Background: an optimization exercise with open tools, aiming at small area, a short achievable clock period and few clock cycles. Do not read the settings as production practice.
In this exercise RTL edits were held to simulation tests only and were not proved equivalent to the original.
No activity file was given, so power comes from the tool's default toggle rates.

==> design.v <==
module bale_decoder (
    input  wire        clk,
    input  wire        rst,
    input  wire        in_valid,
    output wire        in_ready,
    input  wire [7:0]  in_data,
    input  wire        in_last,
    output reg         out_valid,
    input  wire        out_ready,
    output reg  [7:0]  out_data,
    output reg         done,
    output reg         bad,
    output reg         crc_fail,
    output wire [31:0] label
);
    localparam [3:0] S_HDR   = 4'd0,
                     S_TAG   = 4'd1,
                     S_EXT0  = 4'd2,
                     S_EXT1  = 4'd3,
                     S_DATA  = 4'd4,    
                     S_DELTA = 4'd5,
                     S_PAD   = 4'd6,
                     S_TRL   = 4'd7,
                     S_DISC  = 4'd8,    
                     S_FIN   = 4'd9;    
    localparam [9:0] H_HDR   = 10'b0000000001,
                     H_TAG   = 10'b0000000010,
                     H_EXT0  = 10'b0000000100,
                     H_EXT1  = 10'b0000001000,
                     H_DATA  = 10'b0000010000,
                     H_DELTA = 10'b0000100000,
                     H_PAD   = 10'b0001000000,
                     H_TRL   = 10'b0010000000,
                     H_DISC  = 10'b0100000000,
                     H_FIN   = 10'b1000000000;
    localparam [31:0] CRC_RESIDUE = 32'hB798B438;
    reg [9:0]  st;
    reg [3:0]  hcnt;           
    reg        form;           
    reg        fmt_err;
    reg        szbad;          
    reg [16:0] crem;           
    reg [16:0] brem;           
    reg [31:0] label_r;
    reg [3:0]  pos9;           
    reg        tdelta;         
    reg        x64;            
    reg [15:0] trem;           
    reg [1:0]  fidx;           
    reg        tz;             
    reg        dchk;           
    reg [17:0] dx;             
    reg        dxv;
    reg [4:0]  dw;             
    reg [24:0] ib;             
    reg [4:0]  ibcnt;          
    reg [5:0]  ib1;            
    reg [6:0]  ib2;            
    reg [35:0] hist;
    reg [4:0]  pend;           
    reg        p_le4;          
    reg        p_z;            
    reg [31:0] crc;
    assign label = label_r;
    reg    vpend;
    wire   crc_err  = (crc != CRC_RESIDUE);
    function [31:0] crc32c_byte;
        input [31:0] c;
        input [7:0]  b;
        integer k;
        reg [31:0] x;
        begin
            x = c ^ {24'd0, b};
            for (k = 0; k < 8; k = k + 1)
                x = x[0] ? ((x >> 1) ^ 32'h82F63B78) : (x >> 1);
            crc32c_byte = x;
        end
    endfunction
    reg [7:0] obyte;
    always @(*) begin
        case (pend[3:0])
            4'd4:    obyte = hist[35:28];
            4'd5:    obyte = hist[33:26];
            4'd6:    obyte = hist[31:24];
            4'd7:    obyte = hist[29:22];
            4'd8:    obyte = hist[27:20];
            4'd9:    obyte = hist[25:18];
            4'd10:   obyte = hist[23:16];
            4'd11:   obyte = hist[21:14];
            4'd12:   obyte = hist[19:12];
            4'd13:   obyte = hist[17:10];
            4'd14:   obyte = hist[15:8];
            4'd15:   obyte = hist[13:6];
            default: obyte = hist[11:4];
        endcase
    end
    wire       xfer   = (pend >= 5'd4) && (!out_valid || out_ready);
    wire [4:0] pend_a  = xfer ? pend - 5'd4 : pend;
    wire [4:0] pend_up = pend + 5'd4;
    wire        flast = tz && (fidx == 2'd3);    
    wire        live  = (!st[S_DISC]) && (!st[S_FIN]);
    wire        fadd  = dxv && live && (pend <= 5'd7);
    reg         fcomp;
    wire [4:0]  pend_fc = fadd ? pend + 5'd9 : pend;
    integer i;
    reg  [17:0] dmask;
    always @(*) begin
        for (i = 0; i < 18; i = i + 1)
            dmask[i] = (i <= dw);
    end
    wire [17:0] dlo   = ib[17:0] & dmask;
    wire        dsign = ib[dw];
    wire [17:0] dxn   = dsign ? (dlo | ~dmask) : dlo;
    wire [17:0] field = hist[17:0] + dx;
    wire [24:0] ib_sh   = (ib >> dw) >> 1;
    reg accept;
    assign in_ready = accept;
    wire fire = in_valid && accept;
    wire last = fire && in_last;
    wire bz   = (brem == 17'd0);
    wire size_bad = ({1'b0, brem} > ({1'b0, crem | 17'd3} + 18'd1));
    reg  hbad;
    always @(*) begin
        case (hcnt)
            4'd0:  hbad = (in_data != 8'h42);
            4'd1:  hbad = (in_data != 8'h5A);
            4'd2:  hbad = (in_data != 8'h01);
            4'd3:  hbad = (in_data[7:1] != 7'd0);
            4'd6:  hbad = (in_data[7:1] != 7'd0) || (in_data[0] && (crem[15:0] != 16'd0));
            4'd7:  hbad = (in_data != 8'd0);
            4'd10: hbad = (in_data[7:1] != 7'd0);
            4'd11: hbad = (in_data != 8'd0);
            4'd12: hbad = szbad;
            default: hbad = 1'b0;
        endcase
    end
    reg [9:0] nstate;
    reg       fault;
    reg       dfault;      
    reg       fin_ok;      
    wire      lit_end  = form ? (tz && !x64) : (brem == 17'd1);
    wire [9:0] after_body = (hcnt[1:0] == 2'd3) ? H_TRL : H_PAD;   
    wire      tag_bad  = (in_data[7:6] == 2'b01) || (in_data[7:6] == 2'b11) ||
                         ((in_data[7:6] == 2'b10) &&
                          (in_data[5] || (in_data[4:0] > 5'd17) || (pos9 != 4'd0)));
    wire      cshort   = (crem < 17'd9);
    wire [16:0] crem_m1 = crem - 17'd1;
    wire [16:0] crem_m9 = crem - 17'd9;
    always @(*) begin
        nstate = st;
        fault  = 1'b0;
        dfault = 1'b0;
        fin_ok = 1'b0;
        case (1'b1)
            st[S_HDR]: if (fire) begin
                dfault = hbad;
                if (hcnt == 4'd15)
                    nstate = bz ? H_TRL : (form ? H_TAG : H_DATA);
            end
            st[S_TAG]: if (fire) begin
                dfault = tag_bad;
                if (in_data[7] || (in_data[5:0] == 6'd63)) nstate = H_EXT0;
                else                                       nstate = H_DATA;
            end
            st[S_EXT0]: if (fire) begin
                fault  = bz;
                nstate = H_EXT1;
            end
            st[S_EXT1]: if (fire) begin
                fault  = bz;
                nstate = tdelta ? H_DELTA : H_DATA;
            end
            st[S_DATA]: if (fire) begin
                fault = bz || (crem == 17'd0);
                if (lit_end)
                    nstate = (brem == 17'd1) ? after_body : H_TAG;
            end
            st[S_DELTA]: begin
                if (fire && bz) fault = 1'b1;
                if (fcomp) begin
                    if (fidx == 2'd0 && cshort) fault = 1'b1;
                    if (flast) begin
                        nstate = !bz ? H_TAG : ((hcnt[1:0] == 2'd0) ? H_TRL : H_PAD);
                    end
                end
            end
            st[S_PAD]: if (fire) begin
                dfault = (in_data != 8'd0);
                if (hcnt[1:0] == 2'd3) nstate = H_TRL;
            end
            st[S_TRL]: if (fire) begin
                if (hcnt[1:0] == 2'd3) begin
                    fault  = !in_last;
                    fin_ok = in_last;
                end
            end
            st[S_DISC]: if (last) nstate = H_FIN;
            st[S_FIN]:  if (pend == 5'd0 && !out_valid) nstate = H_HDR;
            default: nstate = H_HDR;
        endcase
    end
    wire ubad  = dchk && (ib != 25'd0);
    reg  dfault_q;
    reg [4:0] pend_n;
    always @(*) begin
        if (st[S_DISC] || st[S_FIN])
            pend_n = (pend_a < 5'd4) ? 5'd0 : pend_a;
        else if (fire && st[S_DATA])
            pend_n = xfer ? pend : pend_up;
        else
            pend_n = xfer ? pend_fc - 5'd4 : pend_fc;
    end
    wire abort = (fault || dfault_q || ubad || (last && !fin_ok)) && !st[S_DISC] && !st[S_FIN];
    wire [9:0] st_n  = abort ? (last ? H_FIN : H_DISC) : (fin_ok ? H_HDR : nstate);
    wire       dxv_n = !live ? 1'b0 : (fcomp ? 1'b1 : (fadd ? 1'b0 : dxv));
    wire       ld    = fire && st[S_DELTA];
    wire [5:0] c1    = fcomp ? ib2[5:0] : ib1;
    wire [5:0] ib1_n = st[S_EXT1] ? {1'b1, ~dw} : (ld ? c1 + 6'd8 : c1);
    wire [4:0] cs    = fcomp ? ib1[4:0] : ibcnt;
    wire [6:0] c2    = fcomp ? ib2 + {2'b11, ~dw} : ib2;
    wire [4:0] ibcnt_n = st[S_EXT1] ? 5'd0 : (ld ? cs + 5'd8 : cs);
    wire [6:0] ib2_n   = st[S_EXT1] ? {1'b1, ~dw, 1'b0} : (ld ? c2 + 7'd8 : c2);
    wire [1:0] fidx_n  = st[S_EXT1] ? 2'd0 : (fcomp ? fidx + 2'd1 : fidx);
    reg        tz_n;
    always @(*) begin
        tz_n = tz;
        if (st[S_TAG] && fire)       tz_n = (in_data[5:0] == 6'd0);
        else if (st[S_EXT0] && fire) tz_n = (in_data == 8'd0);
        else if (st[S_EXT1] && fire) tz_n = (in_data == 8'd0) && (trem[7:0] == 8'd0);
        else if (st[S_DATA] && fire) tz_n = !tz && (trem == 16'd1);
        else if (fcomp && fidx == 2'd3) tz_n = (trem == 16'd1);
    end
    wire flast_n = tz_n && (fidx_n == 2'd3);
    wire dload_n = ((ibcnt_n[4] == 1'b0) || (ibcnt_n[3:1] == 3'd0)) &&    
                   (ib1_n[5] || (ib2_n[6] && !flast_n));
    wire ovalid_n = xfer || (out_valid && !out_ready);
    wire p_le4_n  = (pend_n <= 5'd4);
    wire p_z_n    = (pend_n == 5'd0);
    reg  accept_n;
    always @(*) begin
        case (1'b1)
            st_n[S_HDR], st_n[S_TAG], st_n[S_EXT0], st_n[S_EXT1], st_n[S_PAD], st_n[S_DISC]: accept_n = 1'b1;
            st_n[S_DATA]:  accept_n = p_le4_n && !dxv_n;
            st_n[S_DELTA]: accept_n = dload_n;
            st_n[S_TRL]:   accept_n = p_z_n && !dxv_n && !ovalid_n;
            default: accept_n = 1'b0;
        endcase
    end
    always @(posedge clk) begin
        if (rst) begin
            st        <= H_HDR;
            hcnt      <= 4'd0;
            pend      <= 5'd0;
            p_le4     <= 1'b1;
            p_z       <= 1'b1;
            out_valid <= 1'b0;
            done      <= 1'b0;
            fmt_err   <= 1'b0;
            dchk      <= 1'b0;
            dfault_q  <= 1'b0;
            vpend     <= 1'b0;
            dxv       <= 1'b0;
            fcomp     <= 1'b0;
            accept    <= 1'b1;
        end else begin
            dxv   <= dxv_n;
            st    <= st_n;
            fcomp <= st_n[S_DELTA] && !ib1_n[5] && (!dxv_n || (pend_n <= 5'd7));
            pend  <= pend_n;
            p_le4 <= p_le4_n;
            p_z   <= p_z_n;
            accept <= accept_n;
            out_valid <= ovalid_n;
            if (last || (st[S_FIN]))
                hcnt <= 4'd0;
            else if (fire)
                hcnt <= hcnt + 4'd1;
            vpend <= fin_ok;
            done  <= vpend || (st[S_FIN] && nstate[S_HDR]);
            dchk <= fcomp && flast;
            dfault_q <= dfault;
            if (st[S_HDR] && fire && hcnt == 4'd0)
                fmt_err <= fault || last;        
            else if (abort)
                fmt_err <= 1'b1;
            else if (fin_ok && crem != 17'd0)    
                fmt_err <= 1'b1;
        end
    end
    always @(posedge clk) begin
        bad      <= fmt_err || !vpend || crc_err;
        crc_fail <= !fmt_err && vpend && crc_err;
        szbad    <= size_bad;
        if (xfer)
            out_data <= obyte;
        if (st[S_HDR])
            crc <= 32'hFFFFFFFF;
        else if ((out_valid && out_ready) || (fire && st[S_TRL]))
            crc <= crc32c_byte(crc, out_valid ? out_data : in_data);
        if (fcomp)
            dx <= dxn;
        if (fadd)
            hist <= {field, hist[35:18]};
        else if (fire && (st[S_HDR] || st[S_DATA]))
            hist <= {(st[S_DATA]) ? in_data : 8'd0, hist[35:8]};
        if (st[S_HDR] && fire) begin
            case (hcnt)
                4'd3:  form          <= in_data[0];
                4'd12: label_r[7:0]  <= in_data;
                4'd13: label_r[15:8] <= in_data;
                4'd14: label_r[23:16]<= in_data;
                4'd15: label_r[31:24]<= in_data;
                default: ;
            endcase
        end
        if (st[S_HDR]) begin
            if (fire) begin
                if (hcnt == 4'd4) crem[7:0]  <= in_data;
                if (hcnt == 4'd5) crem[15:8] <= in_data;
                if (hcnt == 4'd6) crem[16]   <= in_data[0];
            end
        end else if (fcomp && fidx == 2'd0)
            crem <= crem_m9;
        else if (fire && st[S_DATA])
            crem <= crem_m1;
        if (st[S_HDR]) begin
            if (fire) begin
                if (hcnt == 4'd8)  brem[7:0]  <= in_data;
                if (hcnt == 4'd9)  brem[15:8] <= in_data;
                if (hcnt == 4'd10) brem[16]   <= in_data[0];
            end
        end else if (fire && (st[S_TAG] || st[S_EXT0] || st[S_EXT1] ||
                              st[S_DATA] || st[S_DELTA]))
            brem <= brem - 17'd1;
        if (st[S_HDR])
            pos9 <= 4'd0;
        else if (fire && st[S_DATA])
            pos9 <= (pos9 == 4'd8) ? 4'd0 : pos9 + 4'd1;
        if (st[S_TAG] && fire) begin
            tdelta <= in_data[7];
            dw     <= in_data[4:0];
            x64    <= !in_data[7] && (in_data[5:0] == 6'd63);
            trem   <= {10'd0, in_data[5:0]};
            tz     <= (in_data[5:0] == 6'd0);
        end
        if (st[S_EXT0] && fire) begin
            trem[7:0] <= in_data;
            tz        <= (in_data == 8'd0);     
        end
        if (st[S_EXT1] && fire) begin
            trem[15:8] <= in_data;
            tz         <= (in_data == 8'd0) && (trem[7:0] == 8'd0);
        end
        if (st[S_DATA] && fire) begin
            if (tz) begin
                trem <= 16'd62;
                tz   <= 1'b0;
                x64  <= 1'b0;
            end else begin
                trem <= trem - 16'd1;
                tz   <= (trem == 16'd1);
            end
        end
        if (fcomp) begin
            fidx <= fidx + 2'd1;
            if (fidx == 2'd3) begin
                trem <= trem - 16'd1;
                tz   <= (trem == 16'd1);
            end
        end
        if (st[S_EXT1]) begin
            fidx  <= 2'd0;
            ib    <= 25'd0;
            ibcnt <= ibcnt_n;
            ib1   <= ib1_n;                   
            ib2   <= ib2_n;                   
        end else begin : ibupd
            reg [24:0] is;
            reg [24:0] ibn;
            is  = fcomp ? ib_sh : ib;
            ibn = ld ? (is | ({17'd0, in_data} << cs)) : is;
            ib    <= ibn;
            ibcnt <= ibcnt_n;
            ib1   <= ib1_n;
            ib2   <= ib2_n;
        end
    end
endmodule
==> flow/run.sh <==
#!/bin/bash
# The standard layout (standard.sh: standard synthesis through finish),
# with the port buffers that placement inserts on every input and output
# made plain sky130 buf_2 cells instead of the slower delay-buffer cell the
# resizer picks by default, and the setup repair aimed 6 ns above the
# clock period's slack. Make's full output goes to standard.log here; each
# ORFS step also keeps its own log under orfs/logs.
set -euo pipefail
export BUFFER_PORTS_ARGS="-buffer_cell sky130_fd_sc_hd__buf_2"
export SETUP_SLACK_MARGIN=6
bash standard.sh > standard.log 2>&1
==> standard.sh <==
#!/bin/bash
# synth_recipe.tcl (not shown) runs the flow's synth.tcl, then flattens the netlist and writes it again
# the make line also repeats each setting of config.mk as NAME=value (left out here)
make -C /OpenROAD-flow-scripts/flow DESIGN_CONFIG=/design/flow/config.mk WORK_HOME=/design/flow/orfs CLKGATE_MAP_FILE= SYNTH_SCRIPT=/design/flow/synth_recipe.tcl "${@:-finish}"
==> config.mk <==
export PLATFORM = sky130hd
export DESIGN_NAME = bale_decoder
export DESIGN_NICKNAME = bale_decoder
export VERILOG_FILES = /design/flow/design.v
export SDC_FILE = /design/flow/constraint.sdc
export NUM_CORES = 4
export LEC_CHECK = 0
export CAP_MARGIN = 20
export CORE_MARGIN = 2
export CORE_UTILIZATION = 40
export CTS_BUF_LIST = sky130_fd_sc_hd__clkbuf_8
export SLEW_MARGIN = 20
export TNS_END_PERCENT = 0
==> constraint.sdc <==
create_clock -name core_clock -period 9.0 [get_ports {clk}]
set_input_delay 1.8000 -clock core_clock [delete_from_list [all_inputs] [get_ports {clk}]]
set_output_delay 1.8000 -clock core_clock [all_outputs]
set_load 0.01 [all_outputs]
==> impl_metrics.yaml, run 1 <==
layout:
  n_fill_cell: 4162
  final_net_count: 2033
  area_growth_syn_to_layout_pct: 13.7
  drive_above_1_share_pct: 16.2
  finalInstanceArea_sq_mm: 0.0200
critical_path:
  worstPathRequired_ns: 9.49
  cp-start-kind: "input port"
  crit_chain: "buf_12 -> or4_4 -> o311a_4 -> nor4_4 -> a32o_1 -> a311oi_1 -> o31a_1 -> a211oi_2 -> o211ai_1"
  critical_path_s_largest_stage_delay_ns: 0.55
  crit_fanout: 18
  cpLargestDelayFamily: "compound AO/OA/AOI/OAI gates"
  regToRegSetupSlack_ns: 5.88
  critical_path_arrival_ns: 3.69
  terminus_of_the_critical_flop_to_flop_path: "accept"
  crit_path_start: "in_data[4]"
  timing.critical_path.depth: 9
  worst_path_max_delay_cell: "or4_4"
  critical_path.endpoint_type: "register"
  worst_r2r_path_depth: 13
  worst_r2r_startpoint: "dw[0]"
  path_buf_inv: 1
  setup.worst_path.end: "accept"
  timing_worst_setup_path_type: "in2reg"
logic_synthesis:
  synth_edf_count: 140
  synth-async-reset-ratio_pct: 0
  synth.yosys.seq_area_share_pct: 38.2
  netlist_top_cells_count: "nor2_1 (177), nand2_1 (173), a21oi_1 (140), edfxtp_1 (140), dfxtp_1 (125)"
  ys_dominant_reg_cell: "edfxtp_1"
  synthesis_warnings: 1
  synth-seq-cells: 265
  synth_top_area_share_pct: 23.9
  synthesized_instance_count: 1928
  synth.avg_cell_area_sq_um: 9.12
  synth_area_leaders: "edfxtp_1 (24%), dfxtp_1 (14%), ha_1 (4.7%), xnor2_1 (4.6%), mux2i_1 (4.4%)"
  ys_types: 84
  synth_top_area_cell: "edfxtp_1"
  cell_area_after_synthesis_sq_mm: 0.0176
  number_of_nets_in_the_synthesized_netlist: 2009
  post-synth-top-count-cell: "nor2_1"
status:
  status: "timing/DRC/antenna clean"
sta:
  setup_viol: 0
  total_negative_setup_slack_ns: 0
  hold_violations: 0
  final_max_slew_viol_count: 0
  rsz0062_at_grt: "yes"
  worst-slew-pin-transition_ns: 1.11
  finalCriticalPeriod_ns: 3.20
  max_clock_freq_ghz: 0.312
  layout_setup_ws_ns: 5.80
  final.setup_skew_ns: 0.0196
  hold-worst-slack_ns: 0.440
  period_share_pct: 35.6
  timing.max_slew.rel_slack_pct: 25.4
grt:
  first_pass_grt_wire_length_microns: 80300
  grtUsageTotal_pct: 22.3
  grt_pass1_vias: 14518
  grt.overflow.total: 0
  grt_antenna_before_repair: 3
  largest_net_degree_at_the_start_of_global_routing: 73
route:
  viasPerCell: 5.92
  drtIter0Drc: 1721
  detail-route-antenna-nets: 0
  drt_wl_total_microns: 51700
  wl_per_cell_microns: 20.1
  post-route-drc-count: 0
  dr_total_vias: 15257
  first_pass_iters: 7
clock_tree:
  clock-sinks: 265
  tritoncts.num_buffers: 49
  tritoncts: "done"
  clk_path_buf_depth: 3
  htree_levels: 2
  clkLatencyLatePin_ns: 0.62
  clk_pin_slew_ns: 0.06
  cts-root-buf: "clkbuf_8"
placement:
  placement.io_buffers: 57
  place_worst_setup_slack_ns: 4.64
  detailedPlacementHpwl_microns: 35200
  gp_congestion: 0.946
  placed_area_sq_mm: 0.0183
hold_path:
  hp-class: "reg2reg"
power:
  totalPowerFinal_uw: 5150
  combinationalPowerShare_pct: 43.4
  power.share.clock_pct: 23.8
  p_leak_uw: 0.00734
  power_density_mw_per_mm2: 258
  share_seq_of_total_power_pct: 32.8
  vdd_ir_drop_max_uv: 175
  p_switching_uw: 1970
  p_sw_share_pct: 38.2
  intPower_uw: 3180
floorplan:
  top_level_ports: 58
  die_w_microns: 214
  fp.dieArea_sq_mm: 0.0456
  initial_utilization_pct: 40.6
  core-area_sq_mm: 0.0433
  core.rowCount: 76
  die_y_microns: 214
job:
  max_cap_viol_count: 0
==> final cells by class <==
type                    count  area [sq um]  share of cell area [%]
clock buffers              53           729                    3.65
flip-flops and latches    265          6720                    33.6
diodes                      2          5.00                  0.0250
clock inverters            38           292                    1.46
repair buffers            103           771                    3.86
inverters                  48           206                    1.03
well taps                 585           732                    3.66
multi-input cells        1485         10500                    52.7
==> sequential cells by signal, indices dropped and copies added, names as in the netlist, 2 cells and up, named ones only <==
register	cells
st	10
ibcnt	5
fidx	2
ib	25
crem	17
hcnt	4
pend	5
out_data	8
brem	17
ib2	6
label_r	32
trem	16
crc	32
dx	18
ib1	6
hist	36
dw	5
pos9	4
==> metal layers <==
metal | share of wire, % | vias to the layer above | track usage (%)
met5 | 0 | - | 0
li1 | - | 7227 | -
met3 | 7.6 | 121 | 5.07
met1 | 45 | 7313 | 30.4
met2 | 45 | 596 | 35.1
met4 | 2.9 | 0 | 7.28
==> how the worst min path moves through the flow <==
stage	startpoint	end	slack, ns	depth (start not counted)
6_report	vpend	bad	0.44	1
4_1_cts	vpend	bad	0.44	1
3_5_place_dp	vpend	bad	0.42	1
2_1_floorplan	vpend	bad	0.39	1
5_1_grt	vpend	bad	0.47	1
3_3_place_gp	vpend	bad	0.41	1
==> power by group through the flow <==
stage	Combinational, uW	Clock (uW)	Sequential (uW)
6_report	2240	1230	1690
5_1_grt	2440	1300	1710
4_1_cts	2100	1260	1680
3_5_place_dp	2000	0	1700
3_3_place_gp	1990	0	1700
2_1_floorplan	1680	0	1600
==> worst reg2reg max path, cell delays in order, from the launching register on <==
cell and delay [ns]:
edfxtp_1 0.40, buf_6 0.21, clkinv_8 0.14, ha_1 0.24
inv_1 0.07, fa_1 0.41, nor2b_1 0.16, o21ai_0 0.11
a211oi_2 0.29, o2111ai_2 0.18, xnor2_2 0.21, o31a_1 0.33
a211oi_2 0.15, o211ai_1 0.10
==> per-stage QoR <==
step                std cells  utilization [%]
CTS                      2564             45.2
floorplan                1928                -
global route             2578             46.2
global placement         2456             42.2
finish                   2579             46.2
detailed placement       2456             42.2
==> layout by cell type (no fill, tap or decap), types with 27 or more instances in the layout <==
cell,instances
nor2_1,173
clkbuf_8,55
buf_2,48
nand3_1,50
edfxtp_1,140
xor2_1,45
buf_4,38
xnor2_1,88
o21ai_0,103
o22ai_1,27
inv_1,58
o211ai_1,28
a21oi_1,139
mux2_2,45
mux2i_1,76
nor3_1,50
ha_1,64
nand2_1,167
dfxtp_1,119
==> timing repair <==
item	in CTS	in global routing
resized for setup	39	69
setup buffers	17	13
hold buffers	0	0
pin swaps	10	11
endpoints found under the setup margin	118	135
==> cell families (layout without fill, tap and decap cells) <==
group                      after synthesis  in the layout  share of synthesized area (%)
other                                    0              2                              0
buffers and inverters                  178            242                           4.04
xor gates and xnor gates               161            161                           9.23
DFF                                    265            265                           38.2
adders and majority gates               68             68                           4.93
and+or+nand+nor                        612            612                           16.4
muxes                                  127            127                           7.86
AOI/OAI and AO/OA                      517            517                           19.3
Testbench counts, summed over its fixed seeds: cycles 122,630.
==> run 2, diff against run 1 <==
--- a/config.mk
+++ b/config.mk
@@ -11,2 +11,3 @@
 export CTS_BUF_LIST = sky130_fd_sc_hd__clkbuf_8
+export PLACE_DENSITY = 0.7
 export SLEW_MARGIN = 20
==> run 2 against run 1 <==
Net effect: synthesized cell count stayed put; still clean; power is 2.0% lower; area after synthesis stayed put; flip-flop and latch count stayed put; global-route usage is 0.49 points higher; non-clock buffer count is 5 higher; fmax is 2.5% lower; register-to-register slack hardly changed; worst hold slack better by 0.058 ns; sequential power hardly changed; cell area is 0.48% lower.
==> impl_metrics.yaml, run 2 <==
status:
  status: "timing/DRC/antenna clean"
critical_path:
  crit_fanout: 10
  timing_worst_setup_path_type: "in2reg"
  critical_path_arrival_ns: 3.81
  terminus_of_the_critical_flop_to_flop_path: "accept"
  worst_r2r_path_depth: 12
  regToRegSetupSlack_ns: 5.87
  cp-start-kind: "input port"
  critical_path.endpoint_type: "register"
  worst_r2r_startpoint: "pend[3]"
  worstPathRequired_ns: 9.52
layout:
  mostFrequentLayoutCell: "nor2_1"
  antenna_cells_inserted: 0
  most-common-layout-cells: "nor2_1 (172), nand2_1 (168), edfxtp_1 (140)"
  n_fill_cell: 4012
  reg.largest.list: "hist (36), crc (32), label_r (32)"
  final_net_count: 2040
  multi_input_area_sq_mm: 0.0105
  finalCoreUtilization_pct: 46.0
  finalInstanceArea_sq_mm: 0.0199
  max_flop_register: "hist"
  register_area_sq_mm: 0.00672
  drive_above_1_share_pct: 16.3
  area_growth_syn_to_layout_pct: 13.2
  largest_register_ff_count: 36
logic_synthesis:
  post-synth-top-count-cell: "nor2_1"
  combinational_family_with_the_most_area_after_synthesis: "compound AO/OA/AOI/OAI gates"
  synth-compound-area-share_pct: 19.3
  synthesis_warnings: 1
  ys_types: 84
  post_synthesis_mux_area_share_pct: 7.86
  synth-seq-cells: 265
  synthesized_instance_count: 1928
  synth_top_area_cell: "edfxtp_1"
  synth.yosys.seq_area_share_pct: 38.2
  synth.avg_cell_area_sq_um: 9.12
  number_of_nets_in_the_synthesized_netlist: 2009
  synth-async-reset-ratio_pct: 0
  post_synth_fa_ha_maj_area_fraction_pct: 4.93
  cell_area_after_synthesis_sq_mm: 0.0176
  synth_area_leaders: "edfxtp_1 (24%), dfxtp_1 (14%), ha_1 (4.7%), xnor2_1 (4.6%), mux2i_1 (4.4%)"
  synth_edf_count: 140
  ys_dominant_reg_cell: "edfxtp_1"
  synth_top_area_share_pct: 23.9
  netlist_top_cells_count: "nor2_1 (177), nand2_1 (173), a21oi_1 (140), edfxtp_1 (140), dfxtp_1 (125)"
  yosys.area_share.xor_xnor_pct: 9.23
  synth_simple_gate_area_share_pct: 16.4
sta:
  period_share_pct: 36.5
  max_clock_freq_ghz: 0.304
  final.setup_skew_ns: 0.0301
  layout_setup_ws_ns: 5.71
  total_negative_setup_slack_ns: 0
  final_max_slew_viol_count: 0
  setup_viol: 0
  rsz0062_at_grt: "yes"
  hold_violations: 0
  worst-slew-pin-transition_ns: 1.16
  finalCriticalPeriod_ns: 3.29
  timing.max_slew.rel_slack_pct: 21.7
floorplan:
  die_w_microns: 214
  top_level_ports: 58
  die_y_microns: 214
  fp.dieArea_sq_mm: 0.0456
  initial_utilization_pct: 40.6
  core.rowCount: 76
  core-area_sq_mm: 0.0433
placement:
  gp_congestion: 0.964
  detailedPlacementHpwl_microns: 35600
  place_worst_setup_slack_ns: 4.68
  placement.io_buffers: 57
  placed_area_sq_mm: 0.0182
clock_tree:
  cts-root-buf: "clkbuf_8"
  tritoncts: "done"
  tritoncts.num_buffers: 49
  cts-hold-fix-buffers: 0
  clkLatencyLatePin_ns: 0.62
  htree_levels: 2
  clock-sinks: 265
  clk_path_buf_depth: 3
  clk_pin_slew_ns: 0.06
route:
  drt_wl_total_microns: 52700
  detail-route-antenna-nets: 0
  first_pass_iters: 7
  drtIter0Drc: 1937
  post-route-drc-count: 0
  dr_total_vias: 15699
  viasPerCell: 6.08
  wl_per_cell_microns: 20.4
hold_path:
  hold_end: "bad"
  hp-start: "vpend"
  min_delay_path_depth: 1
  hp-class: "reg2reg"
grt:
  grtUsageTotal_pct: 22.8
  first_pass_grt_wire_length_microns: 82500
  grt_pass1_vias: 15003
  grt_antenna_before_repair: 2
  grt.overflow.total: 0
  largest_net_degree_at_the_start_of_global_routing: 82
power:
  vdd_ir_drop_max_uv: 201
  totalPowerFinal_uw: 5050
  p_leak_uw: 0.00730
  combinationalPowerShare_pct: 44.0
  intPower_uw: 3050
  p_sw_share_pct: 39.6
  power_density_mw_per_mm2: 254
  power.share.clock_pct: 22.3
  p_switching_uw: 2000
  share_seq_of_total_power_pct: 33.7
job:
  max_cap_viol_count: 0
[run 2: cell types whose count changed in the layout (fill, tap and decap cells not counted), moves of 4 or more]
cell,change
buf_4,+9
inv_1,-8
buf_6,-5
clkinv_1,+5
bufinv_16,-4
clkinv_2,+4
[run 2: worst max-delay path by stage]
stage,startpoint,to,cells after the start
after detailed placement,in_data[2],crc[5],8
after CTS,in_data[4],accept,9
after global routing,in_data[7],crc[5],10
after global placement,in_data[2],crc[30],9
after floorplan,in_valid,accept,11
final,in_valid,accept,7
[run 2: what timing repair did]
action,4_1_cts,5_1_grt
setup endpoints to repair,181,143
resized for setup,40,55
buffers inserted,28,8
endpoints found under the hold margin,0,0
gates cloned,2,2
pin swaps,13,13
[run 2: cells by family after synthesis]
logic type      count (synthesis)
compound gates                517
xor+xnor                      161
fa+ha+maj                      68
buf+inv                       178
flops                         265
mux                           127
simple gates                  612
[run 2: critical path, cell delays in order]
cell      delay, ns
clkbuf_4       0.21
and3_1         0.31
nand3_1        0.23
o311ai_0       0.79
a21o_1         0.26
o31ai_1        0.07
o211ai_1       0.13
[run 2: power groups by stage]
| stage | combinational, uW | sequential [uW] | clock [uW] |
|---|---|---|---|
| global placement | 1980 | 1710 | 0 |
| floorplan | 1680 | 1600 | 0 |
| CTS | 2110 | 1690 | 1150 |
| global route | 2400 | 1710 | 1200 |
| finish | 2220 | 1700 | 1130 |
| detailed placement | 2000 | 1710 | 0 |
[run 2: metrics by stage]
step                hold slack [ns]  std cells
global route                  0.508       2584
global placement              0.422       2453
CTS                           0.499       2574
floorplan                     0.387       1928
finish                        0.499       2584
detailed placement            0.461       2453
[run 2: cell type report]
class / instances / area share, %
well taps: 585 / 3.68
multi-input cells: 1486 / 52.6
flip-flops and latches: 265 / 33.8
clock buffers: 55 / 3.81
repair buffers: 108 / 4.13
repair inverters: 1 / 0.0252
clock inverters: 36 / 0.944
inverters: 48 / 1.01
[run 2: metal layers]
| metal | global-route usage (%) | vias up | wire length, microns |
|---|---|---|---|
| li1 | - | 7226 | - |
| met1 | 30.7 | 7471 | 21800 |
| met2 | 35.7 | 843 | 23800 |
| met3 | 5.11 | 155 | 5180 |
| met5 | 0 | - | 23 |
| met4 | 8.76 | 4 | 1850 |
==> run 3, diff against run 2 <==
--- a/config.mk
+++ b/config.mk
@@ -9,5 +9,4 @@
 export CORE_MARGIN = 2
-export CORE_UTILIZATION = 40
+export CORE_UTILIZATION = 50
 export CTS_BUF_LIST = sky130_fd_sc_hd__clkbuf_8
-export PLACE_DENSITY = 0.7
 export SLEW_MARGIN = 20
==> run 3 against run 2 <==
Net effect: clock-buffer cell count is 6 lower; critical path depth is 2 higher; fmax is 3.0% higher; sequential share of layout area hardly changed; utilization is 12 points higher; cell area is 0.17% higher; worst hold slack worse by 0.065 ns; non-clock buffer count is 7 higher; flip-flop and latch count stayed put; clock skew is 0.0013 ns lower; register-to-register slack better by 0.05 ns; cell count is 4.9% lower; critical endpoint unchanged; largest cell class unchanged; highest routed layer is now met4.
==> impl_metrics.yaml, run 3 <==
status:
  status: "timing/DRC/antenna clean"
route:
  post-route-drc-count: 0
  first_pass_iters: 9
  detail-route-antenna-nets: 0
  dr_total_vias: 15425
  wl_per_cell_microns: 21.2
  drtIter0Drc: 1381
  viasPerCell: 6.28
  drt_wl_total_microns: 52100
layout:
  drive_above_1_share_pct: 16.7
  largest_register_ff_count: 36
  most-common-layout-cells: "nor2_1 (171), nand2_1 (167), a21oi_1 (140), edfxtp_1 (140), dfxtp_1 (120)"
  max_flop_register: "hist"
  area_growth_syn_to_layout_pct: 13.4
  reg.largest.list: "hist (36), crc (32), label_r (32)"
  antenna_cells_inserted: 0
  final_net_count: 2044
  n_fill_cell: 3146
  mostFrequentLayoutCell: "nor2_1"
  finalInstanceArea_sq_mm: 0.0199
clock_tree:
  clkLatencyLatePin_ns: 0.63
  cts-hold-fix-buffers: 0
  tritoncts: "done"
  htree_levels: 2
  clk_path_buf_depth: 3
  tritoncts.num_buffers: 48
  cts-root-buf: "clkbuf_8"
  clock-sinks: 265
  clk_pin_slew_ns: 0.06
grt:
  grt.overflow.total: 0
  first_pass_grt_wire_length_microns: 80500
  grt_antenna_before_repair: 0
  grt.busiest_layer: "met2"
  groute.layer.met1.usage_pct: 38.1
  met3_usage_pct: 5.09
  grt_pass1_vias: 14388
  gr-usage-met2_pct: 45.0
  largest_net_degree_at_the_start_of_global_routing: 81
  grtUsageTotal_pct: 27.9
logic_synthesis:
  netlist_top_cells_count: "nor2_1 (177), nand2_1 (173), a21oi_1 (140), edfxtp_1 (140), dfxtp_1 (125)"
  synth_area_leaders: "edfxtp_1 (24%), dfxtp_1 (14%), ha_1 (4.7%), xnor2_1 (4.6%), mux2i_1 (4.4%)"
  synth.yosys.seq_area_share_pct: 38.2
  synth_edf_count: 140
  synth_top_area_share_pct: 23.9
  synth_top_area_cell: "edfxtp_1"
  synthesis_warnings: 1
  ys_dominant_reg_cell: "edfxtp_1"
  number_of_nets_in_the_synthesized_netlist: 2009
  ys_types: 84
  cell_area_after_synthesis_sq_mm: 0.0176
  synth.avg_cell_area_sq_um: 9.12
  synth-async-reset-ratio_pct: 0
  synthesized_instance_count: 1928
  post-synth-top-count-cell: "nor2_1"
  synth-seq-cells: 265
sta:
  rsz0062_at_grt: "yes"
  total_negative_setup_slack_ns: 0
  setup_viol: 0
  max_clock_freq_ghz: 0.313
  timing.max_slew.rel_slack_pct: 25.5
  final.setup_skew_ns: 0.0288
  final_max_slew_viol_count: 0
  hold_violations: 0
  finalCriticalPeriod_ns: 3.19
  worst-slew-pin-transition_ns: 1.12
  period_share_pct: 35.5
floorplan:
  initial_utilization_pct: 50.9
  core-area_sq_mm: 0.0345
  top_level_ports: 58
  die_y_microns: 191
  core.rowCount: 68
  die_w_microns: 191
  fp.dieArea_sq_mm: 0.0367
critical_path:
  path_buf_inv: 1
  worstPathRequired_ns: 9.51
  worst_path_max_delay_cell: "or4_4"
  crit_fanout: 18
  crit_chain: "buf_12 -> or4_4 -> o311a_4 -> nor4_4 -> a32o_2 -> a311oi_2 -> o31a_1 -> a211oi_2 -> o211ai_1"
  timing_worst_setup_path_type: "in2reg"
  critical_path.endpoint_type: "register"
  cpLargestDelayFamily: "compound AO/OA/AOI/OAI gates"
  cp-start-kind: "input port"
  critical_path_arrival_ns: 3.70
  critical_path_s_largest_stage_delay_ns: 0.56
hold_path:
  hp-class: "reg2reg"
placement:
  detailedPlacementHpwl_microns: 35200
  placed_area_sq_mm: 0.0181
  placement.io_buffers: 57
  gp_congestion: 0.920
power:
  power_density_mw_per_mm2: 257
  vdd_ir_drop_max_uv: 290
  p_leak_uw: 0.00736
job:
  max_cap_viol_count: 0
## run 3: cell type report
class	instances	area [sq um]	area share, %
clock inverter	40	305	1.53
tap	455	569	2.86
sequential	265	6720	33.7
clock buffer	49	674	3.38
multi-input combinational	1485	10600	53.0
inverter	48	204	1.02
timing repair buffer	115	888	4.46
## run 3: report_power, final
group	switching, uW	internal (uW)	leakage, uW
Sequential	229	1460	0.00233
Combinational	1190	1030	0.00449
Clock	542	654	0.000535
## run 3: worst paths after layout
kind               from      to  slack, ns  cells after the start
max          in_data[4]  accept       5.81                      9
min               vpend     bad       0.43                      1
max reg2reg       dw[0]  accept       5.92                     13
min reg2reg       vpend     bad       0.43                      1
## run 3: kinds of logic (layout without fill, tap and decap cells)
kind of cell,after synthesis,count (layout),share of synthesized area [%]
xor gates and xnor gates,161,161,9.23
and+or+nand+nor,612,612,16.4
DFF,265,265,38.2
buffers and inverters,178,252,4.04
muxes,127,127,7.86
adders and majority gates,68,68,4.93
AOI/OAI and AO/OA,517,517,19.3
## run 3: metal layers
metal | vias to the layer above | routed length [microns]
li1 | 7243 | -
met2 | 603 | 24000
met5 | - | 0
met4 | 0 | 1480
met3 | 112 | 3560
met1 | 7467 | 23000
## run 3: what timing repair did
action,4_1_cts,5_1_grt
setup buffers,20,23
gates cloned,0,3
pin swaps,14,11
gates resized for setup,63,52
setup endpoints to repair,137,132
## run 3: through the flow
step | hold slack (ns) | util, % | total power [uW] | instances | worst slack, ns
finish | 0.433 | 57.7 | 5110 | 2457 | 5.81
global route | 0.463 | 57.7 | 5410 | 2457 | 5.71
CTS | 0.437 | 56.3 | 5010 | 2431 | 5.78
detailed placement | 0.423 | 52.3 | 3700 | 2322 | 4.60
global placement | 0.414 | 52.3 | 3700 | 2322 | 4.66
floorplan | 0.387 | - | 3280 | 1928 | 5.41
==> run 4, diff against run 3 <==
--- a/config.mk
+++ b/config.mk
@@ -12,2 +12,2 @@
 export SLEW_MARGIN = 20
-export TNS_END_PERCENT = 0
+export TNS_END_PERCENT = 10
==> run 4 against run 3 <==
Net effect: still clean on timing, DRC and antenna; setup slack lost 0.061 ns; fmax shrank 1.9%; sequential share of layout area decreased by 0.14 points; synthesized cell count did not move; non-clock buffer count up 4; power rose by 2.1%; clock skew shrank 0.0076 ns; routed wire length up 0.60%; utilization rose by 0.24 points; critical path depth down 1; first-iteration DRC count increased by 0.36%; flip-flop and latch count unchanged; highest routed layer unchanged.
==> impl_metrics.yaml, run 4 <==
status:
  status: "timing/DRC/antenna clean"
grt:
  grtUsageTotal_pct: 28.3
  grt.overflow.total: 0
  met3_usage_pct: 4.04
  gr-usage-met2_pct: 45.4
  grt_antenna_before_repair: 1
  grt.busiest_layer: "met2"
  largest_net_degree_at_the_start_of_global_routing: 82
  groute.layer.met1.usage_pct: 39.0
  first_pass_grt_wire_length_microns: 81200
  grt_pass1_vias: 14350
sta:
  max_clock_freq_ghz: 0.307
  period_share_pct: 36.1
  worst-slew-pin-transition_ns: 1.12
  final_max_slew_viol_count: 0
  total_negative_setup_slack_ns: 0
  hold-worst-slack_ns: 0.441
  setup_viol: 0
  timing.max_slew.rel_slack_pct: 24.9
  rsz0062_at_grt: "yes"
  hold_violations: 0
  layout_setup_ws_ns: 5.75
  finalCriticalPeriod_ns: 3.25
  final.setup_skew_ns: 0.0212
power:
  share_seq_of_total_power_pct: 32.5
  power_density_mw_per_mm2: 261
  p_sw_share_pct: 38.4
  power.share.clock_pct: 23.3
  p_switching_uw: 2000
  combinationalPowerShare_pct: 44.1
  p_leak_uw: 0.00739
  vdd_ir_drop_max_uv: 238
  intPower_uw: 3210
logic_synthesis:
  synth-async-reset-ratio_pct: 0
  synth_edf_count: 140
  synth_area_leaders: "edfxtp_1 (24%), dfxtp_1 (14%), ha_1 (4.7%), xnor2_1 (4.6%), mux2i_1 (4.4%)"
  synth_top_area_cell: "edfxtp_1"
  ys_types: 84
  cell_area_after_synthesis_sq_mm: 0.0176
  synthesis_warnings: 1
  number_of_nets_in_the_synthesized_netlist: 2009
  post-synth-top-count-cell: "nor2_1"
  netlist_top_cells_count: "nor2_1 (177), nand2_1 (173), a21oi_1 (140), edfxtp_1 (140), dfxtp_1 (125)"
  synth.avg_cell_area_sq_um: 9.12
  ys_dominant_reg_cell: "edfxtp_1"
  synth-seq-cells: 265
  synth_top_area_share_pct: 23.9
  synthesized_instance_count: 1928
  synth.yosys.seq_area_share_pct: 38.2
clock_tree:
  clock-sinks: 265
  htree_levels: 2
  clk_pin_slew_ns: 0.06
  clkLatencyLatePin_ns: 0.62
  clk_path_buf_depth: 3
  tritoncts: "done"
  cts-root-buf: "clkbuf_8"
  tritoncts.num_buffers: 47
layout:
  area_growth_syn_to_layout_pct: 13.8
  most-common-layout-cells: "nor2_1 (172), nand2_1 (167), edfxtp_1 (140)"
  drive_above_1_share_pct: 17.6
  n_fill_cell: 3100
  mostFrequentLayoutCell: "nor2_1"
  fin_cells: 2461
  finalInstanceArea_sq_mm: 0.0200
  largest_register_ff_count: 36
  reg.largest.list: "hist (36), crc (32), label_r (32)"
  max_flop_register: "hist"
  final_net_count: 2047
hold_path:
  hp-class: "reg2reg"
  hp-start: "vpend"
floorplan:
  die_y_microns: 191
  core.rowCount: 68
  initial_utilization_pct: 50.9
  die_w_microns: 191
  top_level_ports: 58
  core-area_sq_mm: 0.0345
  fp.dieArea_sq_mm: 0.0367
route:
  wl_per_cell_microns: 21.3
  viasPerCell: 6.24
  drtIter0Drc: 1386
  dr_total_vias: 15353
  drt_wl_total_microns: 52400
  detail-route-antenna-nets: 0
  post-route-drc-count: 0
  first_pass_iters: 10
critical_path:
  crit_path_start: "out_ready"
  worstPathRequired_ns: 9.53
  cp-start-kind: "input port"
  timing_worst_setup_path_type: "in2reg"
  critical_path.endpoint_type: "register"
  worst_r2r_startpoint: "dw[0]"
  critical_path_arrival_ns: 3.79
  crit_fanout: 4
placement:
  placement.io_buffers: 57
  placed_area_sq_mm: 0.0181
  place_worst_setup_slack_ns: 4.61
  detailedPlacementHpwl_microns: 35300
  gp_congestion: 0.914
  dpl.cell_count: 2322
job:
  max_cap_viol_count: 0
==> run 4: final cells by class <==
| type | count | area (sq um) | share of cell area [%] |
|---|---|---|---|
| clock buffer | 56 | 771 | 3.85 |
| tap | 455 | 569 | 2.85 |
| sequential | 265 | 6720 | 33.6 |
| multi-input combinational | 1485 | 10600 | 52.8 |
| timing repair buffer | 119 | 921 | 4.60 |
| antenna | 1 | 2.50 | 0.0125 |
| inverter | 48 | 209 | 1.04 |
| clock inverter | 32 | 248 | 1.24 |
==> run 4: routing by layer <==
layer  up-vias  share of wire, %
met5         -                 0
met4         0               2.7
met3       106               6.9
met2       584                46
met1      7430                45
li1       7233                 -
==> run 4: critical path, stage by stage <==
cell and delay (ns):
buf_2 0.13, nor2b_1 0.34, o2111ai_1 0.17, a21oi_2 0.24, o22ai_1 0.16, a2111oi_2 0.62, a211oi_2 0.15, o211ai_1 0.18
==> run 4: cells by family (layout without fill, tap and decap cells) <==
logic type      Yosys count  in the layout  share of synthesized area [%]
simple gates            612            612                           16.4
compound gates          517            517                           19.3
flops                   265            265                           38.2
buf+inv                 178            255                           4.04
xor+xnor                161            161                           9.23
mux                     127            127                           7.86
fa+ha+maj                68             68                           4.93
other cells               0              1                              0
==> run 4: worst paths after layout <==
check	end	slack (ns)	depth (start not counted)
worst max-delay path	accept	5.75	8
worst min register to register	bad	0.44	1
worst max register to register	accept	5.91	13
worst min-delay path	bad	0.44	1
==> run 4: power by group through the flow <==
stage                     registers [uW]  logic [uW]  clock network (uW)
after floorplan                     1600        1680                   0
after global placement              1710        1990                   0
after detailed placement            1710        2000                   0
after CTS                           1690        2230                1250
after global routing                1720        2510                1290
final                               1700        2300                1220
==> run 4: metrics by stage <==
step                utilization (%)  power, uW
global placement               52.3       3710
detailed placement             52.3       3710
global route                   57.9       5520
floorplan                         -       3280
CTS                            57.0       5160
finish                         57.9       5220
==> run 4: timing repair <==
action	CTS	global route
buffers inserted	34	14
setup endpoints to repair	120	119
endpoints found under the hold margin	0	0
hold buffers	0	0
pin swaps	17	9
resized for setup	73	48
gates cloned	1	1
==> run 5, diff against run 4 <==
--- a/config.mk
+++ b/config.mk
@@ -9,5 +9,5 @@
 export CORE_MARGIN = 2
-export CORE_UTILIZATION = 50
+export CORE_UTILIZATION = 55
 export CTS_BUF_LIST = sky130_fd_sc_hd__clkbuf_8
 export SLEW_MARGIN = 20
-export TNS_END_PERCENT = 10
+export TNS_END_PERCENT = 0
==> run 5 against run 4 <==
Net effect: first-iteration DRC count increased by 28%; register-to-register slack worse by 0.28 ns; clock skew fell by 0.0054 ns; setup slack worse by 0.20 ns; sequential power hardly changed; critical path type unchanged; critical endpoint unchanged.
==> impl_metrics.yaml, run 5 <==
status:
  status: "timing/DRC/antenna clean"
logic_synthesis:
  ys_types: 84
  netlist_top_cells_count: "nor2_1 (177), nand2_1 (173), a21oi_1 (140), edfxtp_1 (140), dfxtp_1 (125)"
  cell_area_after_synthesis_sq_mm: 0.0176
  synth_area_leaders: "edfxtp_1 (24%), dfxtp_1 (14%), ha_1 (4.7%), xnor2_1 (4.6%), mux2i_1 (4.4%)"
  synth_edf_count: 140
  ys_dominant_reg_cell: "edfxtp_1"
  synth_top_area_cell: "edfxtp_1"
  synth-seq-cells: 265
  synthesis_warnings: 1
  synth-async-reset-ratio_pct: 0
  synth.avg_cell_area_sq_um: 9.12
  synth.yosys.seq_area_share_pct: 38.2
  synthesized_instance_count: 1928
  synth_top_area_share_pct: 23.9
  number_of_nets_in_the_synthesized_netlist: 2009
  post-synth-top-count-cell: "nor2_1"
route:
  drtIter0Drc: 1781
  routedLengthMet1_microns: 22100
  met2WireLength_microns: 23100
  drt_wl_total_microns: 51100
  post-route-drc-count: 0
  first_pass_iters: 8
  met3_wirelength_microns: 3780
  uppermost_layer_routed: "met4"
  detail-route-antenna-nets: 0
  viasPerCell: 6.31
  dr_total_vias: 15067
  wl_per_cell_microns: 21.4
placement:
  gp_congestion: 0.940
  detailedPlacementHpwl_microns: 34900
  placement.io_buffers: 57
  place_worst_setup_slack_ns: 4.62
  placed_area_sq_mm: 0.0181
layout:
  most-common-layout-cells: "nor2_1 (174), nand2_1 (170), a21oi_1 (140), edfxtp_1 (140), dfxtp_1 (121)"
  n_fill_cell: 2806
  mostFrequentLayoutCell: "nor2_1"
  finalInstanceArea_sq_mm: 0.0194
  drive_above_1_share_pct: 14.5
  max_flop_register: "hist"
  finalCoreUtilization_pct: 61.7
  reg.largest.list: "hist (36), crc (32), label_r (32)"
  area_growth_syn_to_layout_pct: 10.5
  largest_register_ff_count: 36
  final_net_count: 2027
power:
  share_seq_of_total_power_pct: 34.0
  power_density_mw_per_mm2: 255
  combinationalPowerShare_pct: 42.9
  p_sw_share_pct: 39.0
  p_switching_uw: 1930
  p_leak_uw: 0.00722
  intPower_uw: 3010
  vdd_ir_drop_max_uv: 211
  power.share.clock_pct: 23.1
critical_path:
  crit_fanout: 4
  path_buf_inv: 2
  cpLargestDelayFamily: "compound AO/OA/AOI/OAI gates"
  critical_path_arrival_ns: 3.95
  critical_path.endpoint_type: "register"
  worst_r2r_startpoint: "brem[13]"
  critical_path_s_largest_stage_delay_ns: 0.53
  worstPathRequired_ns: 9.50
  timing_worst_setup_path_type: "in2reg"
  cp-start-kind: "input port"
  crit_chain: "buf_6 -> buf_12 -> or4_4 -> o311a_4 -> nor4_4 -> a32o_1 -> a311oi_1 -> o31a_1 -> a211oi_2 -> o211ai_1"
  regToRegSetupSlack_ns: 5.63
  terminus_of_the_critical_flop_to_flop_path: "accept"
  worst_r2r_path_depth: 8
  timing.critical_path.depth: 10
  worst_path_max_delay_cell: "or4_4"
floorplan:
  fp.dieArea_sq_mm: 0.0334
  core.rowCount: 65
  die_y_microns: 183
  top_level_ports: 58
  core-area_sq_mm: 0.0315
  initial_utilization_pct: 55.8
  die_w_microns: 183
sta:
  hold_violations: 0
  setup_viol: 0
  layout_setup_ws_ns: 5.55
  worst-slew-pin-transition_ns: 1.19
  hold-worst-slack_ns: 0.430
  max_clock_freq_ghz: 0.290
  final_max_slew_viol_count: 0
  period_share_pct: 38.4
  finalCriticalPeriod_ns: 3.45
  final.setup_skew_ns: 0.0157
  timing.max_slew.rel_slack_pct: 20.2
  total_negative_setup_slack_ns: 0
  rsz0062_at_grt: "yes"
hold_path:
  hp-start: "vpend"
  hold_end: "bad"
  min_delay_path_depth: 1
  hp-class: "reg2reg"
grt:
  first_pass_grt_wire_length_microns: 79200
  grt_pass1_vias: 14268
  largest_net_degree_at_the_start_of_global_routing: 82
  grt_antenna_before_repair: 1
  grtUsageTotal_pct: 30.1
  grt.overflow.total: 0
clock_tree:
  cts-root-buf: "clkbuf_8"
  clk_path_buf_depth: 3
  tritoncts.num_buffers: 47
  tritoncts: "done"
  clock-sinks: 265
  clk_pin_slew_ns: 0.06
  cts-hold-fix-buffers: 0
  clkLatencyLatePin_ns: 0.62
  htree_levels: 2
job:
  max_cap_viol_count: 0
==> run 5: cell counts after synthesis <==
No cell type changed its count.
==> run 5: cells by family after synthesis <==
logic type                 synth area share (%)
and+or+nand+nor                            16.4
adders and majority gates                  4.93
DFF                                        38.2
xor gates and xnor gates                   9.23
buffers and inverters                      4.04
AOI/OAI and AO/OA                          19.3
muxes                                      7.86
==> run 5: metal layers <==
metal,vias up,track usage (%)
met5,-,0
met1,7140,40.2
met4,0,13.7
met3,128,5.02
li1,7204,-
met2,595,48.1
==> run 5: power groups by stage <==
| stage | registers, uW | logic [uW] | clock network (uW) |
|---|---|---|---|
| 2_1_floorplan | 1600 | 1680 | 0 |
| 6_report | 1680 | 2120 | 1140 |
| 3_5_place_dp | 1700 | 2010 | 0 |
| 5_1_grt | 1700 | 2310 | 1210 |
| 3_3_place_gp | 1700 | 2000 | 0 |
| 4_1_cts | 1670 | 2080 | 1160 |
==> run 5: repair_timing <==
| item | in CTS | in global routing |
|---|---|---|
| buffers inserted | 11 | 9 |
| endpoints found under the setup margin | 119 | 124 |
| gates cloned | 1 | 1 |
| resized for setup | 26 | 27 |
| pin swaps | 7 | 9 |
==> run 5: cell type report <==
class	instances	area [sq um]	share of cell area (%)
multi-input combinational	1486	10400	53.4
inverter	48	199	1.02
clock inverter	29	149	0.767
tap	402	503	2.59
clock buffer	58	798	4.11
antenna	1	2.50	0.0129
sequential	265	6710	34.6
timing repair buffer	98	691	3.56
==> run 5: stage by stage <==
step | total power (uW) | instances
after floorplan | 3280 | 1928
after global placement | 3700 | 2277
after detailed placement | 3710 | 2277
after CTS | 4920 | 2376
after global routing | 5220 | 2386
final | 4940 | 2387
==> run 5: worst max path at each step <==
stage	slack (ns)	startpoint	endpoint
finish	5.55	in_data[3]	accept
global route	5.48	in_data[3]	accept
CTS	5.63	in_data[4]	accept
detailed placement	4.62	in_data[7]	crc[5]
global placement	4.73	in_data[2]	crc[5]
floorplan	5.41	in_valid	accept
==> run 6, diff against run 5 <==
--- a/config.mk
+++ b/config.mk
@@ -9,4 +9,4 @@
 export CORE_MARGIN = 2
-export CORE_UTILIZATION = 55
-export CTS_BUF_LIST = sky130_fd_sc_hd__clkbuf_8
+export CORE_UTILIZATION = 50
+export CTS_BUF_LIST = sky130_fd_sc_hd__clkbuf_16
 export SLEW_MARGIN = 20
==> run 6 against run 5 <==
Net effect: cell count rose by 1.5%; first-iteration DRC count fell by 21%; non-clock buffer count rose by 14; largest power group unchanged; area after synthesis did not move; die area rose by 9.8%; combinational power rose by 4%.
==> impl_metrics.yaml, run 6 <==
critical_path:
  cp-start-kind: "input port"
  worst_r2r_startpoint: "dw[0]"
  crit_fanout: 18
  critical_path.endpoint_type: "register"
  regToRegSetupSlack_ns: 5.85
  timing_worst_setup_path_type: "in2reg"
  worstPathRequired_ns: 9.45
  crit_path_start: "in_data[4]"
  critical_path_arrival_ns: 3.71
sta:
  final_max_slew_viol_count: 0
  hold_violations: 0
  setup_viol: 0
  total_negative_setup_slack_ns: 0
  finalCriticalPeriod_ns: 3.26
  timing.max_slew.rel_slack_pct: 25.5
  hold-worst-slack_ns: 0.433
  worst-slew-pin-transition_ns: 1.11
  period_share_pct: 36.3
  max_clock_freq_ghz: 0.306
  rsz0062_at_grt: "yes"
  final.setup_skew_ns: 0.0166
route:
  routedLengthMet1_microns: 22500
  uppermost_layer_routed: "met4"
  first_pass_iters: 9
  drtIter0Drc: 1411
  met2WireLength_microns: 23500
  wl_per_cell_microns: 21.2
  post-route-drc-count: 0
  met3_wirelength_microns: 3550
  detail-route-antenna-nets: 0
  drt_wl_total_microns: 51300
  viasPerCell: 6.27
  dr_total_vias: 15196
clock_tree:
  tritoncts: "done"
  tritoncts.num_buffers: 30
  clk_path_buf_depth: 3
  clk_pin_slew_ns: 0.06
  cts-root-buf: "clkbuf_16"
  clkLatencyLatePin_ns: 0.59
  clock-sinks: 265
  htree_levels: 1
layout:
  area_growth_syn_to_layout_pct: 12.8
  drive_above_1_share_pct: 15.7
  final_net_count: 2023
  reg.largest.list: "hist (36), crc (32), label_r (32)"
  most-common-layout-cells: "nor2_1 (171), nand2_1 (167), edfxtp_1 (140)"
  largest_register_ff_count: 36
  finalInstanceArea_sq_mm: 0.0198
  max_flop_register: "hist"
  mostFrequentLayoutCell: "nor2_1"
logic_synthesis:
  netlist_top_cells_count: "nor2_1 (177), nand2_1 (173), a21oi_1 (140), edfxtp_1 (140), dfxtp_1 (125)"
  synth.avg_cell_area_sq_um: 9.12
  number_of_nets_in_the_synthesized_netlist: 2009
  cell_area_after_synthesis_sq_mm: 0.0176
  synth_top_area_share_pct: 23.9
  synth_edf_count: 140
  synth.yosys.seq_area_share_pct: 38.2
  synth-async-reset-ratio_pct: 0
  synthesis_warnings: 1
  post-synth-top-count-cell: "nor2_1"
  synth_top_area_cell: "edfxtp_1"
  ys_dominant_reg_cell: "edfxtp_1"
  synth-seq-cells: 265
  synthesized_instance_count: 1928
  synth_area_leaders: "edfxtp_1 (24%), dfxtp_1 (14%), ha_1 (4.7%), xnor2_1 (4.6%), mux2i_1 (4.4%)"
  ys_types: 84
placement:
  placement.io_buffers: 57
  placed_area_sq_mm: 0.0181
  detailedPlacementHpwl_microns: 35200
  gp_congestion: 0.920
hold_path:
  hp-class: "reg2reg"
  hp-start: "vpend"
job:
  max_cap_viol_count: 0
floorplan:
  fp.dieArea_sq_mm: 0.0367
  die_y_microns: 191
  die_w_microns: 191
  initial_utilization_pct: 50.9
  core.rowCount: 68
  core-area_sq_mm: 0.0345
  top_level_ports: 58
grt:
  first_pass_grt_wire_length_microns: 79500
  grt_antenna_before_repair: 1
  grtUsageTotal_pct: 27.5
  grt_pass1_vias: 14158
  grt.overflow.total: 0
  largest_net_degree_at_the_start_of_global_routing: 81
power:
  power_density_mw_per_mm2: 258
  p_leak_uw: 0.00726
  vdd_ir_drop_max_uv: 227
status:
  status: "timing/DRC/antenna clean"
[run 6: layout make-up]
type                            instances  area [sq um]
Clock inverter                         25           201
Clock buffer                           31           776
Tap cell                              455           569
Timing Repair Buffer                  112           856
Sequential cell                       265          6720
Multi-Input combinational cell       1485         10500
Inverter                               48           200
Antenna cell                            1          2.50
Fill cell                            3087         14700
[run 6: worst max-delay path, cell delays in order]
cell and delay (ns):
buf_12 0.14, or4_4 0.56, o311a_4 0.34, nor4_4 0.17
a32o_2 0.22, a311oi_2 0.04, o31a_1 0.15, a211oi_2 0.15
o211ai_1 0.12
[run 6: cell families after synthesis]
| group | Yosys count | share of synthesized area [%] |
|---|---|---|
| buffers and inverters | 178 | 4.04 |
| multiplexers | 127 | 7.86 |
| flip-flops | 265 | 38.2 |
| adder cells (fa/ha/maj) | 68 | 4.93 |
| XOR/XNOR | 161 | 9.23 |
| AND/OR/NAND/NOR | 612 | 16.4 |
| AO/OA/AOI/OAI | 517 | 19.3 |
[run 6: final timing paths]
kind / to / cells after the start
setup / recovery: accept / 9
hold / removal: bad / 1
setup reg to reg: accept / 13
hold reg to reg: bad / 1
[run 6: per-stage QoR]
| stage | std cells | util, % | worst slack [ns] | total power, uW |
|---|---|---|---|---|
| 2_1_floorplan | 1928 | - | 5.41 | 3280 |
| 3_3_place_gp | 2322 | 52.3 | 4.66 | 3700 |
| 3_5_place_dp | 2322 | 52.3 | 4.60 | 3700 |
| 4_1_cts | 2401 | 56.3 | 5.70 | 5040 |
| 5_1_grt | 2422 | 57.4 | 5.67 | 5390 |
| 6_report | 2422 | 57.4 | 5.74 | 5110 |
[run 6: layer usage]
metal / vias up / GRT usage, %
met5: - / 0
met4: 0 / 8.76
met3: 103 / 4.57
met2: 586 / 44.0
met1: 7313 / 37.8
li1: 7194 / -
[run 6: repair_timing]
item	CTS	global route
hold buffers	0	0
setup endpoints to repair	134	131
cloned	0	2
setup buffers	23	18
pin swaps	14	10
gates resized for setup	58	43
[run 6: power breakdown]
group          switching [uW]  total [uW]  internal [uW]
clock                     532        1220            685
sequential                228        1690           1460
combinational            1180        2210           1020
==> run 7, diff against run 6 <==
--- a/config.mk
+++ b/config.mk
@@ -11,2 +11,4 @@
 export CTS_BUF_LIST = sky130_fd_sc_hd__clkbuf_16
+export CTS_CLUSTER_DIAMETER = 80
+export CTS_CLUSTER_SIZE = 24
 export SLEW_MARGIN = 20
==> run 7 against run 6 <==
Net effect: setup slack worse by 0.072 ns; power is 7.2% lower; worst hold slack better by 0.011 ns; via count is 1.2% lower.
==> impl_metrics.yaml, run 7 <==
sta:
  timing.max_slew.rel_slack_pct: 24.5
  rsz0062_at_grt: "yes"
  setup_viol: 0
  period_share_pct: 37.1
  final.setup_skew_ns: 0.0178
  final_max_slew_viol_count: 0
  hold-worst-slack_ns: 0.445
  hold_violations: 0
  max_clock_freq_ghz: 0.300
  worst-slew-pin-transition_ns: 1.13
  total_negative_setup_slack_ns: 0
  finalCriticalPeriod_ns: 3.34
floorplan:
  die_y_microns: 191
  core-area_sq_mm: 0.0345
  die_w_microns: 191
  fp.dieArea_sq_mm: 0.0367
  top_level_ports: 58
  initial_utilization_pct: 50.9
  core.rowCount: 68
placement:
  gp_congestion: 0.920
  detailedPlacementHpwl_microns: 35200
  placement.io_buffers: 57
route:
  uppermost_layer_routed: "met4"
  viasPerCell: 6.28
  met3_wirelength_microns: 3230
  drtIter0Drc: 1572
  dr_total_vias: 15010
  post-route-drc-count: 0
  drt_wl_total_microns: 50700
  first_pass_iters: 6
  routedLengthMet1_microns: 22800
  detail-route-antenna-nets: 0
  met2WireLength_microns: 23600
  wl_per_cell_microns: 21.2
logic_synthesis:
  synth-async-reset-ratio_pct: 0
  cell_area_after_synthesis_sq_mm: 0.0176
  post-synth-top-count-cell: "nor2_1"
  synth_area_leaders: "edfxtp_1 (24%), dfxtp_1 (14%), ha_1 (4.7%), xnor2_1 (4.6%), mux2i_1 (4.4%)"
  number_of_nets_in_the_synthesized_netlist: 2009
  synth.yosys.seq_area_share_pct: 38.2
  synth_edf_count: 140
  synth_top_area_share_pct: 23.9
  netlist_top_cells_count: "nor2_1 (177), nand2_1 (173), a21oi_1 (140), edfxtp_1 (140), dfxtp_1 (125)"
  ys_dominant_reg_cell: "edfxtp_1"
  synth-seq-cells: 265
  synth_top_area_cell: "edfxtp_1"
  synth.avg_cell_area_sq_um: 9.12
  synthesized_instance_count: 1928
  ys_types: 84
  synthesis_warnings: 1
clock_tree:
  clock-sinks: 265
  clkLatencyLatePin_ns: 0.53
  tritoncts.num_buffers: 19
  tritoncts: "done"
  cts-root-buf: "clkbuf_16"
  htree_levels: 1
  cts-hold-fix-buffers: 0
  clk_pin_slew_ns: 0.09
  clk_path_buf_depth: 3
critical_path:
  cp-start-kind: "input port"
  worst_r2r_path_depth: 10
  crit_fanout: 23
  critical_path.endpoint_type: "register"
  regToRegSetupSlack_ns: 5.77
  crit_chain: "buf_4 -> and2_4 -> buf_12 -> nand2_4 -> o311ai_4 -> a221o_1 -> a311oi_2 -> o31a_1 -> a211oi_2 -> o211ai_1"
  critical_path_arrival_ns: 3.78
  worstPathRequired_ns: 9.44
  terminus_of_the_critical_flop_to_flop_path: "accept"
  worst_path_max_delay_cell: "a221o_1"
  critical_path_s_largest_stage_delay_ns: 0.46
  timing_worst_setup_path_type: "in2reg"
  worst_r2r_startpoint: "dw[3]"
  crit_path_start: "in_valid"
hold_path:
  hp-start: "vpend"
  hold_end: "bad"
  min_delay_path_depth: 1
  hp-class: "reg2reg"
layout:
  mostFrequentLayoutCell: "nor2_1"
  largest_register_ff_count: 36
  area_growth_syn_to_layout_pct: 10.1
  antenna_cells_inserted: 0
  reg.largest.list: "hist (36), crc (32), label_r (32)"
  most-common-layout-cells: "nor2_1 (171), nand2_1 (167), a21oi_1 (140), edfxtp_1 (140), dfxtp_1 (121)"
  drive_above_1_share_pct: 14.5
  max_flop_register: "hist"
  final_net_count: 2005
grt:
  grt_antenna_before_repair: 0
  grt.overflow.total: 0
  grtUsageTotal_pct: 27.2
  largest_net_degree_at_the_start_of_global_routing: 81
  grt_pass1_vias: 14042
  first_pass_grt_wire_length_microns: 79300
power:
  power_density_mw_per_mm2: 245
  vdd_ir_drop_max_uv: 203
  p_leak_uw: 0.00705
job:
  max_cap_viol_count: 0
status:
  status: "timing/DRC/antenna clean"
## run 7: cell count changes in the layout (fill, tap and decap cells not counted), moves of 3 or more
cell | previous run | this run
clkinvlp_4 | 8 | 2
inv_8 | 0 | 3
clkinv_1 | 7 | 1
inv_6 | 1 | 6
clkbuf_16 | 33 | 21
clkinv_2 | 5 | 1
buf_4 | 49 | 44
## run 7: worst max-delay path by stage
stage	to	cells after the start	slack, ns
2_1_floorplan	accept	11	5.41
3_3_place_gp	crc[30]	9	4.66
3_5_place_dp	crc[5]	8	4.60
4_1_cts	accept	9	5.64
5_1_grt	accept	11	5.61
6_report	accept	10	5.66
## run 7: cells by family after synthesis
group	count (synthesis)	share of synthesized area, %
simple gates	612	16.4
compound gates	517	19.3
flops	265	38.2
buf+inv	178	4.04
xor+xnor	161	9.23
mux	127	7.86
fa+ha+maj	68	4.93
## run 7: what timing repair did
action | in CTS | in global routing
endpoints found under the setup margin | 140 | 147
pin swaps | 12 | 11
cloned | 0 | 2
setup buffers | 15 | 19
gates resized for setup | 55 | 39
## run 7: worst max-delay path, delay by kind of cell
kind / cells / cell delay, ns
AO/OA/AOI/OAI: 6 / 1.33
buffers and inverters: 2 / 0.34
AND/OR/NAND/NOR: 2 / 0.27
## run 7: final cells by class
type | count | area, sq um
Sequential cell | 265 | 6710
Inverter | 48 | 195
Multi-Input combinational cell | 1485 | 10500
Tap cell | 455 | 569
Clock buffer | 19 | 475
Timing Repair Buffer | 105 | 783
Clock inverter | 14 | 120
Fill cell | 3134 | 15200
## run 7: stage by stage
| step | worst slack (ns) | utilization, % | power, uW | cells | area [sq um] |
|---|---|---|---|---|---|
| 3_5_place_dp | 4.60 | 52.3 | 3700 | 2322 | 18100 |
| 2_1_floorplan | 5.41 | - | 3280 | 1928 | 17700 |
| 5_1_grt | 5.61 | 56.0 | 5030 | 2391 | 19300 |
| 3_3_place_gp | 4.66 | 52.3 | 3700 | 2322 | 18100 |
| 4_1_cts | 5.64 | 55.0 | 4670 | 2370 | 19000 |
| 6_report | 5.66 | 56.0 | 4740 | 2391 | 19300 |
## run 7: report_power, final
| group | switching (uW) | total, uW | internal (uW) |
|---|---|---|---|
| Clock | 481 | 890 | 409 |
| Combinational | 1170 | 2170 | 997 |
| Sequential | 227 | 1690 | 1460 |
| Total | 1880 | 4740 | 2860 |
## run 7: routing by layer
metal	vias up	GRT usage, %
li1	7132	-
met5	-	0
met3	75	2.88
met4	0	6.60
met1	7241	38.4
met2	562	44.7

[static timing again, ports no longer ideal]
In the flow no input, the clock included, has a driving cell. The finished layouts below were timed again as built, in two steps.
Step 1 (the two cells are an assumption about what drives the block):
set clk [get_ports {clk}]
set_driving_cell -lib_cell sky130_fd_sc_hd__clkbuf_16 $clk
set_driving_cell -lib_cell sky130_fd_sc_hd__buf_2 [delete_from_list [all_inputs] $clk]
Step 2 moves the port delays by t, midway between the first and last clock arrival at a register: inputs arrive t later, outputs are due t later. That takes back most of the time a late clock gives input paths.
Slacks: no drivers / after step 1 / after step 2; pairs: no drivers / after step 1.
run | t (ns) | setup WS [ns] | worst hold slack (ns) | clock arrival spread, ns | worst slew at a driven data input, ns
run 1 | 0.671 | 5.795 / 5.774 / 5.104 | 0.440 / 0.440 / 0.440 | 0.021 / 0.020 | 0.09
run 2 | 0.663 | 5.711 / 5.662 / 4.999 | 0.499 / 0.499 / 0.499 | 0.033 / 0.033 | 0.18
run 3 | 0.669 | 5.809 / 5.810 / 5.140 | 0.433 / 0.433 / 0.433 | 0.029 / 0.029 | 0.07
run 4 | 0.659 | 5.748 / 5.775 / 5.115 | 0.441 / 0.441 / 0.441 | 0.024 / 0.025 | 0.07
run 5 | 0.663 | 5.547 / 5.564 / 4.901 | 0.430 / 0.430 / 0.430 | 0.017 / 0.017 | 0.09
run 6 | 0.634 | 5.737 / 5.720 / 5.111 | 0.433 / 0.433 / 0.433 | 0.019 / 0.020 | 0.08
run 7 | 0.577 | 5.665 / 5.649 / 5.092 | 0.445 / 0.445 / 0.445 | 0.018 / 0.018 | 0.07
After both steps every run listed still meets setup and hold. The setup slack of run 2, which loses most, moves by -0.049 ns with the drivers and by -0.712 ns with both steps.
